This is an optimization exercise on Yosys and OpenROAD, whose aim is small area and a short achievable clock period, not a production implementation.
The RTL was checked by simulation tests, not by an equivalence proof against the original design.
Power is estimated from default activity; no workload was simulated.

## flow/design.v (module list and top-level ports; edited modules follow where they fit)
// module skl_lane_fma: 2210 lines
// module fma_fa: 4 lines
// module fma_ha: 4 lines
// module fma_s4: 7 lines
module skl_lane_fma (
    input  wire        clk,
    input  wire        rst,        
    input  wire        in_valid,
    input  wire [1:0]  op,         
    input  wire [31:0] a,
    input  wire [31:0] b,
    input  wire [31:0] c,
    output reg         out_valid,
    output wire [31:0] result
);
  // ...
==> flow/run.sh <==
#!/bin/bash
# synth_recipe.tcl (not shown) runs the flow's synth.tcl, then flattens the netlist and writes it again
# the make line also repeats each setting of config.mk as NAME=value (left out here)
make -C /OpenROAD-flow-scripts/flow DESIGN_CONFIG=/design/flow/config.mk WORK_HOME=/design/flow/orfs CLKGATE_MAP_FILE= SYNTH_SCRIPT=/design/flow/synth_recipe.tcl finish
==> flow/config.mk <==
export PLATFORM = sky130hd
export DESIGN_NAME = skl_lane_fma
export DESIGN_NICKNAME = skl_lane_fma
export VERILOG_FILES = /design/flow/design.v
export SDC_FILE = /design/flow/constraint.sdc
export NUM_CORES = 4
export LEC_CHECK = 0
export CAP_MARGIN = 20
export CORE_MARGIN = 2
export CORE_UTILIZATION = 55
export PLACE_DENSITY = 0.75
export SETUP_SLACK_MARGIN = 5.0
export SLEW_MARGIN = 20
export SYNTH_HIERARCHICAL = 1
export SYNTH_MINIMUM_KEEP_SIZE = 0
==> flow/constraint.sdc <==
create_clock -name core_clock -period 9.0 [get_ports {clk}]
set_input_delay 1.8000 -clock core_clock [delete_from_list [all_inputs] [get_ports {clk}]]
set_output_delay 1.8000 -clock core_clock [all_outputs]
set_load 0.01 [all_outputs]
==> flow_summary.json, run 1 <==
{
  "combPwrFrac": 0.725,
  "grt_use_met1": 0.4546,
  "met1Wirelength_um": 53340,
  "io_buffers": 133,
  "cts-buffers-inserted": 45,
  "setup_slack_ns": 4.817,
  "num-multi-input-gates": 3550,
  "synth-adder-area-share": 0.2280,
  "cts_tree": "built",
  "status": "complete, no violations",
  "syn_inst": 4630,
  "wl_per_cell_um": 25.90,
  "seqPwrFrac": 0.177,
  "routed_via_density": 6.589,
  "worstReg2RegEnd": "r2_v[33]$_DFF_P_",
  "drtIter0Drc": 5135,
  "worst_skew_pair.late_latency_ns": 0.64,
  "grt_max_degree": 66,
  "wl_met2_um": 63020,
  "critPathLaunch": "r1_ma[9]$_DFF_P_",
  "hold_class": "flip-flop to flip-flop",
  "cp.required_ns": 9.51,
  "r2r_setup_slack_ns": 4.82,
  "p_leak_nw": 18.53,
  "place.detailed.hpwl_um": 98530,
  "holdWs_ns": 0.3255,
  "initial_utilization": 0.5547,
  "nFillCells": 5843,
  "synth_area_um2": 40470,
  "ctsHoldBuffers": 0,
  "rsz0062_at_grt": "yes",
  "critical-path-slowest-cell": "fa_1",
  "largest_register_ffs": 128,
  "holdPathStages": 0,
  "n_antenna_cell": 0,
  "wl_um": 146500,
  "dieWidth_um": 275.3,
  "registers.top_by_ff_count": "r2_v",
  "critPathKind": "flip-flop to flip-flop",
  "critPathCapture": "r2_v[33]$_DFF_P_",
  "cts_resized": 277,
  "p_sw_mw": 9.897
}
==> module fma_s4, before the edit <==
module fma_s4 (
    input  wire        sign, rnd,
    input  wire [30:0] pk,
    output wire [31:0] result
);
    assign result = {sign, pk + {30'd0, rnd}};
endmodule
==> inputs of run 2 (changes only) <==
--- a/flow/design.v
+++ b/flow/design.v
@@ -2221,5 +2221,11 @@
     input  wire [30:0] pk,
     output wire [31:0] result
 );
-    assign result = {sign, pk + {30'd0, rnd}};
+    wire [30:0] q0 = {pk[29:0], rnd};
+    wire [30:0] q1 = q0 & {q0[29:0], 1'b1};
+    wire [30:0] q2 = q1 & {q1[28:0], 2'b11};
+    wire [30:0] q3 = q2 & {q2[26:0], 4'hF};
+    wire [30:0] q4 = q3 & {q3[22:0], 8'hFF};
+    wire [30:0] cy = q4 & {q4[14:0], 16'hFFFF};
+    assign result = {sign, pk ^ cy};
 endmodule
==> run 2 against run 1 <==
Compared with the run above:
- maximum frequency grew 1.1%
- wire length up 0.52%
- critical endpoint is now r1_sh[11]$_DFF_P_
- highest routed layer unchanged
- combinational power about the same
- largest cell class unchanged
- total power is essentially flat
- via count grew 0.88%
- area after synthesis rose by 0.12%
- worst setup slack better by 0.047 ns
==> flow_summary.json, run 2 <==
{
  "synth_area_leader_cell": "dfxtp_1",
  "arrival_ns": 4.68,
  "timing.rr.start": "r1_sh[10]$_DFF_P_",
  "synth_most_common_cell": "xnor2_1",
  "fin_setup_tns_ns": 0,
  "synth_common_cells": "xnor2_1, dfxtp_1, inv_1",
  "cts_max_level": 2,
  "async_reset_ff_frac": 0,
  "finalPower_mw": 19.47,
  "p_leak_nw": 18.82,
  "synth_area_um2": 40520,
  "fin_cells": 5702,
  "wl_um": 147300,
  "rows": 99,
  "yosys_warnings": 7,
  "period_minus_slack_ns": 4.136,
  "period_share": 0.4596,
  "dieWidth_um": 275.4,
  "finalHoldViolations": 0,
  "setup_slack_ns": 4.864,
  "fmax_mhz": 241.8,
  "firstDrtPassIters": 13,
  "wl_per_cell_um": 25.83,
  "worstReg2RegEnd": "r2_v[26]$_DFF_P_",
  "nFillCells": 5812,
  "num-nets-final": 5351,
  "seq_area_frac_synth": 0.1996,
  "avgSynthCellArea_um2": 8.733,
  "drtIter0Drc": 5427,
  "worst_skew_pair.late_latency_ns": 0.62,
  "synthTopCellsByArea": "dfxtp_1, fa_1, xnor2_1",
  "synth_top_cell_area_share": 0.1996,
  "drive_above_1_share": 0.1451,
  "stdcell_area_um2": 47380,
  "registers.top_by_ff_count": "r2_v",
  "utilization": 0.6495,
  "numClockSinks": 404,
  "critical-path-slowest-cell": "or4_4",
  "die-height_um": 275.4,
  "dp_cells": 5476,
  "core-area_um2": 72960,
  "synth_edf_count": 0,
  "critPathLaunch": "c[24]",
  "synth_cell_types": 94,
  "grt_util_all_layers": 0.3597,
  "yosys_register_bits": 404,
  "drc": 0,
  "powerDensity_nw_per_um2": 410.9,
  "ys.flop_type": "dfxtp_1",
  "clock_path_buffers": 3,
  "ctsHoldBuffers": 0,
  "grt_pass1_wl_um": 210600,
  "largest_register_ffs": 128,
  "startpoint_type": "input pin",
  "maxSlewViolCount": 0,
  "hold_class": "flip-flop to flip-flop",
  "grt_pass1_vias": 35700,
  "relSlewSlack": 0.2761,
  "place.gp.congestion": 1.051,
  "reg2reg_depth": 12,
  "holdWs_ns": 0.3216,
  "ant_nets": 0,
  "grt_max_degree": 52,
  "critPathKind": "input pin to flip-flop",
  "io_buffers": 133,
  "antenna_found_initial": 5,
  "place.detailed.hpwl_um": 99300,
  "rsz0062_at_grt": "yes",
  "setup-violations-final": 0,
  "cp.required_ns": 9.54,
  "vias": 37610,
  "layout_commonest_cell": "xnor2_1",
  "clk_pin_slew_worst_paths_ns": 0.06,
  "placed_cell_area_um2": 42440,
  "final_cell_mix": "xnor2_1, dfxtp_1, inv_1, fa_1, nand2_1",
  "status": "complete, no violations",
  "routed_via_density": 6.595,
  "critPathCapture": "r1_sh[11]$_DFF_P_",
  "finClkSkew_ns": 0.02867,
  "max_stage_delay_ns": 0.53,
  "syn-num-nets": 5287,
  "crit_chain": "buf_8 -> or4_4 -> o21ai_4 -> a22oi_2 -> fa_2 -> ha_4 -> ha_4 -> fa_2 -> a21oi_2 -> nor2_1 -> nor2_2 -> o21bai_1 -> a21oi_2 -> o21bai_1 -> a21oi_1",
  "area_delta_synth_final_pct": 16.94,
  "drv_cap": 0,
  "initial_utilization": 0.5554,
  "ir_worst_vdd_mv": 0.2911,
  "num_io_pins": 134,
  "cts_tree": "built",
  "grt_overflow": 0,
  "worst_slew_pin_slew_ns": 1.084,
  "cts-buffers-inserted": 47,
  "cts-root-buf": "clkbuf_16",
  "dp_slack_ns": 3.247,
  "r2r_setup_slack_ns": 4.88,
  "worstPathMaxFanout": 2,
  "cp-end-kind": "flip-flop",
  "die-area_um2": 75860,
  "syn_inst": 4640
}
==> run 2: cell count changes after synthesis, moves of 2 or more <==
cell	delta
and4_1	+4
nand4_1	+4
xor2_1	+3
nor2_1	+2
xnor2_1	-2
==> run 2: how the worst min path moves through the flow <==
stage / from / end / slack [ns] / depth (start not counted)
finish: r1_inf$_DFF_P_ / r2_inf$_DFF_P_ / 0.32 / 0
global placement: r2_inf_sign$_DFF_P_ / r3_inf_sign$_DFF_P_ / 0.31 / 0
floorplan: r1_inf$_DFF_P_ / r2_inf$_DFF_P_ / 0.31 / 0
detailed placement: r1_nan$_DFF_P_ / r2_nan$_DFF_P_ / 0.31 / 0
CTS: r1_nan$_DFF_P_ / r2_nan$_DFF_P_ / 0.32 / 0
global route: r2_inf_sign$_DFF_P_ / r3_inf_sign$_DFF_P_ / 0.33 / 0
==> run 2: routing by layer <==
layer,share of wire,wire length [µm],vias to the layer above,track usage
met5,0.00077,114,-,0
li1,-,-,16350,-
met3,0.12,17840,785,0.08003
met4,0.080,11840,8,0.2087
met2,0.43,63550,2726,0.5616
met1,0.37,53960,17740,0.4589
==> run 2: layout make-up <==
type | instances | area, µm² | share of cell area
multi-input cells | 3560 | 31010 | 0.6544
flip-flops and latches | 404 | 8243 | 0.1740
repair buffers | 345 | 4003 | 0.08447
inverters | 346 | 1319 | 0.02783
clock buffers | 56 | 1250 | 0.02638
well taps | 959 | 1200 | 0.02532
clock inverters | 30 | 359.1 | 0.007578
diodes | 2 | 5.005 | 0.0001056
==> run 2: repair_timing <==
item                                    4_1_cts  5_1_grt
pin swaps                                    52       92
endpoints found under the setup margin      227      147
buffers inserted                             61       47
endpoints found under the hold margin         0        0
gates resized for setup                     300      249
gates cloned                                  9       21
==> run 2: kinds of logic after synthesis <==
logic type | Yosys count | share of synthesized area
buf+inv | 680 | 0.06497
mux | 226 | 0.06145
simple gates | 1068 | 0.1305
fa+ha+maj | 547 | 0.2274
compound gates | 1123 | 0.1881
flops | 404 | 0.1996
xor+xnor | 592 | 0.1280
==> run 2: per-module statistics from Yosys (local to each module, per instance) <==
module	copies in the design	flops+latches	cell area (µm²)	cells
fma_fa	304	0	20.02	1
fma_ha	30	0	12.51	1
skl_lane_fma	1	404	33410	4215
fma_s4	1	0	648.1	91
==> run 2: critical path: cells and delay by family <==
family | cells | cell delay [ns]
adders and majority gates | 4 | 1.16
buffers and inverters | 1 | 0.10
AOI/OAI and AO/OA | 7 | 0.90
and+or+nand+nor | 3 | 0.71
==> run 2: power by group <==
group          internal, mW  switching, mW
clock                  1.13          0.838
sequential             2.64          0.838
combinational          5.81           8.22
total                  9.58           9.89

## separate check: timing with driven ports
Ports are ideal in the flow. The routed layouts listed here were re-timed in OpenROAD.
Step 1, drivers: a clkbuf_16 drives clk and a buf_2 each remaining input, both assumed.
Step 2 times the ports against the registers' clock, not the clock port: input delays grow and output delays shrink by t, the midpoint of the rising clock arrivals with the driver on.
a / b / c = no drivers / after step 1 / after step 2; a / b = the first two.
run | t, ns | setup WS [ns] | latest minus earliest clock arrival (ns)
run 1 | 0.690 | 4.817 / 4.789 / 4.099 | 0.043 / 0.043
run 2 | 0.676 | 4.864 / 4.777 / 4.101 | 0.029 / 0.029
After both steps every run listed still meets setup and hold. For run 2, which loses most, drivers alone change the setup slack by -0.087 ns; drivers and shift together by -0.763 ns.
